This is an optimization exercise on Yosys and OpenROAD, whose aim is small area, a short achievable clock period and few clock cycles per item, not a production implementation.

==> job 7630 <==
## sha256_blk
module sha256_blk (
    input  wire         clk,
    input  wire         rst,           
    input  wire         in_valid,
    output reg          in_ready,
    input  wire         in_first,      
    input  wire [511:0] in_block,      
    output reg          out_valid,     
    output wire [255:0] digest         
);
export LEC_CHECK = 0
export CAP_MARGIN = 20
export CORE_MARGIN = 2
export CORE_UTILIZATION = 50
export CTS_CLUSTER_DIAMETER = 80
export CTS_CLUSTER_SIZE = 24
export SLEW_MARGIN = 20
export TNS_END_PERCENT = 20
create_clock -name core_clock -period 12.0 [get_ports {clk}]
standard.sh (not shown) runs the stock make flow with config.mk's settings and CLKGATE_MAP_FILE= SYNTH_SCRIPT=/design/flow/synth_recipe.tcl, a recipe that flattens the netlist after the stock synthesis.
==> flow/flow/run.sh <==
#!/bin/bash
# Standard ORFS flow (the standard.sh, unchanged synthesis), with:
#  - the port buffers made from the smallest buffer cell (buf_1) instead of
#    the default choice; every input and output still gets its own buffer;
set -euo pipefail
export BUFFER_PORTS_ARGS="-buffer_cell sky130_fd_sc_hd__buf_1"
export SETUP_SLACK_MARGIN=${MARGIN:-7.5}
bash standard.sh > standard.log 2>&1
==> job 613: changes against job 7630 <==
--- a/flow/design.v
+++ b/flow/design.v
@@ -28,10 +28,11 @@
     reg         rnd;        
     reg         run;        
     reg         fin;        
     reg         ldiv;       
     reg         curfirst;   
+    reg         finfirst;   
     reg  [1:0]  ph;         
     assign digest = {HA3, HA2, HA1, HA0, HE3, HE2, HE1, HE0};
     reg [31:0] k_c;
     always @(*) begin
         case (cnt)
@@ -100,17 +101,16 @@
             7'd62: k_c = 32'hbef9a3f7;
             7'd63: k_c = 32'hc67178f2;
             default: k_c = 32'h0;
         endcase
     end
-    reg  [15:0] wsel;
-    reg  [31:0] w_in;
+    reg [31:0] w_in;
     integer j;
     always @(*) begin
         w_in = 32'h0;
         for (j = 0; j < 16; j = j + 1)
-            w_in = w_in | (in_block[511 - 32*j -: 32] & {32{wsel[j]}});
+            if (cnt[3:0] == j) w_in = in_block[511 - 32*j -: 32];
     end
     wire [1:0]  k4 = {~cnt[1], cnt[0]};
     reg  [31:0] iva, ive;
     always @(*) begin
         case (k4)
@@ -119,34 +119,20 @@
             2'd2: begin iva = IV[223:192]; ive = IV[95:64]; end
             default: begin iva = IV[255:224]; ive = IV[127:96]; end
         endcase
     end
     wire        addh = pre & fin;
-    wire [31:0] fa = (HA0 & {32{addh}}) + d;
-    wire [31:0] fe = (HE0 & {32{addh}}) + h;
-    wire        ivw = rnd & curfirst & (cnt[6:3] == 4'd0) & (cnt[2:0] >= 3'd2) & (cnt[2:0] <= 3'd5);
+    wire [31:0] ha_in = addh ? (finfirst ? iva : HA0) : 32'h0;
+    wire [31:0] he_in = addh ? (finfirst ? ive : HE0) : 32'h0;
+    wire [31:0] fa = ha_in + d;
+    wire [31:0] fe = he_in + h;
     wire [31:0] S1  = rotr(e, 6) ^ rotr(e, 11) ^ rotr(e, 25);
     wire [31:0] ch  = (e & f) ^ (~e & g);
     wire [31:0] S0  = rotr(a, 2) ^ rotr(a, 13) ^ rotr(a, 22);
     wire [31:0] maj = (a & b) ^ (a & c) ^ (b & c);
-    function [63:0] csa;
-        input [31:0] x, y, z, zc;
-        begin
-            csa = {x ^ y ^ z, (x[30:0] & y[30:0]) | (x[30:0] & zc[30:0]) | (y[30:0] & zc[30:0]), 1'b0};
-        end
-    endfunction
-    wire [31:0] S1b  = rotr(e, 25) ^ rotr(e, 6) ^ rotr(e, 11);
-    wire [31:0] S0b  = rotr(a, 22) ^ rotr(a, 2) ^ rotr(a, 13);
-    wire [31:0] majb = (a & (b | c)) | (b & c);
-    wire [31:0] chb  = g ^ (e & (f ^ g));
-    wire [63:0] p  = csa(hkw, ch, maj, majb);
-    wire [63:0] q  = csa(p[63:32], p[31:0], S1, S1b);
-    wire [63:0] r  = csa(q[63:32], q[31:0], S0, S0b);
-    wire [63:0] u  = csa(hkw, d, ch, chb);
-    wire [63:0] v  = csa(u[63:32], u[31:0], S1, S1b);
-    wire [31:0] an = r[63:32] + r[31:0];
-    wire [31:0] en = v[63:32] + v[31:0];
+    wire [31:0] an  = hkw + S1 + ch + S0 + maj;
+    wire [31:0] en  = d + hkw + S1 + ch;
     wire [31:0] s0  = rotr(W[1], 7) ^ rotr(W[1], 18) ^ (W[1] >> 3);
     wire [31:0] s1  = rotr(W[14], 17) ^ rotr(W[14], 19) ^ (W[14] >> 10);
     wire [31:0] wn  = s1 + W[9] + s0 + W[0];
     integer k;
     always @(posedge clk) begin
@@ -160,18 +146,17 @@
             a <= fa;
             e <= fe;
         end
         b <= a; c <= b; d <= c;
         f <= e; g <= f; h <= g;
-        HA3 <= addh ? fa : (ivw ? iva : HA0);
+        HA3 <= addh ? fa : HA0;
         HA2 <= HA3; HA1 <= HA2; HA0 <= HA1;
-        HE3 <= addh ? fe : (ivw ? ive : HE0);
+        HE3 <= addh ? fe : HE0;
         HE2 <= HE3; HE1 <= HE2; HE0 <= HE1;
         for (k = 0; k < 15; k = k + 1)
             W[k] <= W[k + 1];
         W[15] <= (cnt[6:4] == 3'd0) ? w_in : wn;
-        wsel  <= (cnt == 7'd127) ? 16'h0001 : {wsel[14:0], 1'b0};
         kreg <= k_c;
         hkw  <= g + kreg + W[15];
         cnt <= cnt + 7'd1;
         if (rst) begin
             pre       <= 1'b0;
@@ -195,10 +180,11 @@
             end else if (rnd) begin
                 if (cnt == 7'd65) begin
                     rnd      <= 1'b0;
                     pre      <= 1'b1;
                     fin      <= 1'b1;
+                    finfirst <= curfirst;
                     run      <= in_valid;
                     ldiv     <= in_valid & in_first;
                     curfirst <= in_first;
                     cnt      <= 7'd126;
                 end
==> flow/run.sh (new file) <==
#!/bin/bash
# synth_recipe.tcl (not shown) runs the flow's synth.tcl, then flattens the netlist and writes it again
# the make line also repeats each setting of config.mk as NAME=value (left out here)
make -C /OpenROAD-flow-scripts/flow DESIGN_CONFIG=/design/flow/config.mk WORK_HOME=/design/flow/orfs CLKGATE_MAP_FILE= SYNTH_SCRIPT=/design/flow/synth_recipe.tcl finish
--- a/flow/config.mk
+++ b/flow/config.mk
@@ -6,9 +6,8 @@
 export NUM_CORES = 4
 export LEC_CHECK = 0
 export CAP_MARGIN = 20
 export CORE_MARGIN = 2
 export CORE_UTILIZATION = 50
-export CTS_CLUSTER_DIAMETER = 80
-export CTS_CLUSTER_SIZE = 24
+export CTS_BUF_LIST = sky130_fd_sc_hd__clkbuf_4
+export SETUP_SLACK_MARGIN = 5
 export SLEW_MARGIN = 20
-export TNS_END_PERCENT = 20
removed: flow/flow/run.sh
removed: flow/standard.sh
==> comparison table <==
| item | job 613 | job 7630 |
|---|---|---|
| Outcome | complete, no violations | complete, no violations |
| Per-instance average area after synthesis | 10.09 µm² | 10.14 µm² |
| GR met1 Demand/Resource | 0.6220 | 0.5556 |
| Critical Path Start | cnt[0]$_DFF_P_ | g[14]$_DFF_P_ |
| Max transition margin | 0.1383 | 0.1634 |
| Post-placement cell count | 6854 | 6802 |
| Die footprint | 102400 µm² | 101500 µm² |
| Basic-gate share of the synthesized area counting and, or, nand and nor cells | 0.08639 | 0.09670 |
| Seq cells post-synth | 1106 | 1121 |
| Worst-case clock skew | 0.1419 ns | 0.03948 ns |
| Fraction of post-synthesis cell area in the top cell type by area | 0.4426 | 0.4530 |
| Parity-gate share of the synthesized area counting xor and xnor cells | 0.07349 | 0.09556 |
| Unrepaired setup endpoints after global routing | no | yes |
| Count of filler cells inserted in the layout | 8044 | 8498 |
| Width of the chip | 320.0 µm | 318.6 µm |
Function was not checked in any run of this note: the RTL went through the layout flow alone.

==> re-timing with driven ports <==
In the flow no input, the clock included, has a driving cell. The finished layouts below were timed again as built, in two steps. Step 1 assumes that a clkbuf_16 drives the clock port and a buf_2 every other input. Step 2 times the ports against the registers' clock, not the clock port: input delays grow and output delays shrink by t, the midpoint of the rising clock arrivals with the driver on. a / b / c = ideal / step 1 / step 2; a / b = the first two.
run	t, ns	slack for setup (ns)	worst setup path at the end
job 7630	0.752	7.166 / 7.166 / 7.166	register to register
job 613	1.208	5.459 / 5.459 / 5.310	input to register
After both steps every run listed still meets setup and hold. The setup slack of job 613, which loses most, moves by 0.000 ns with the drivers and by -0.149 ns with both steps.
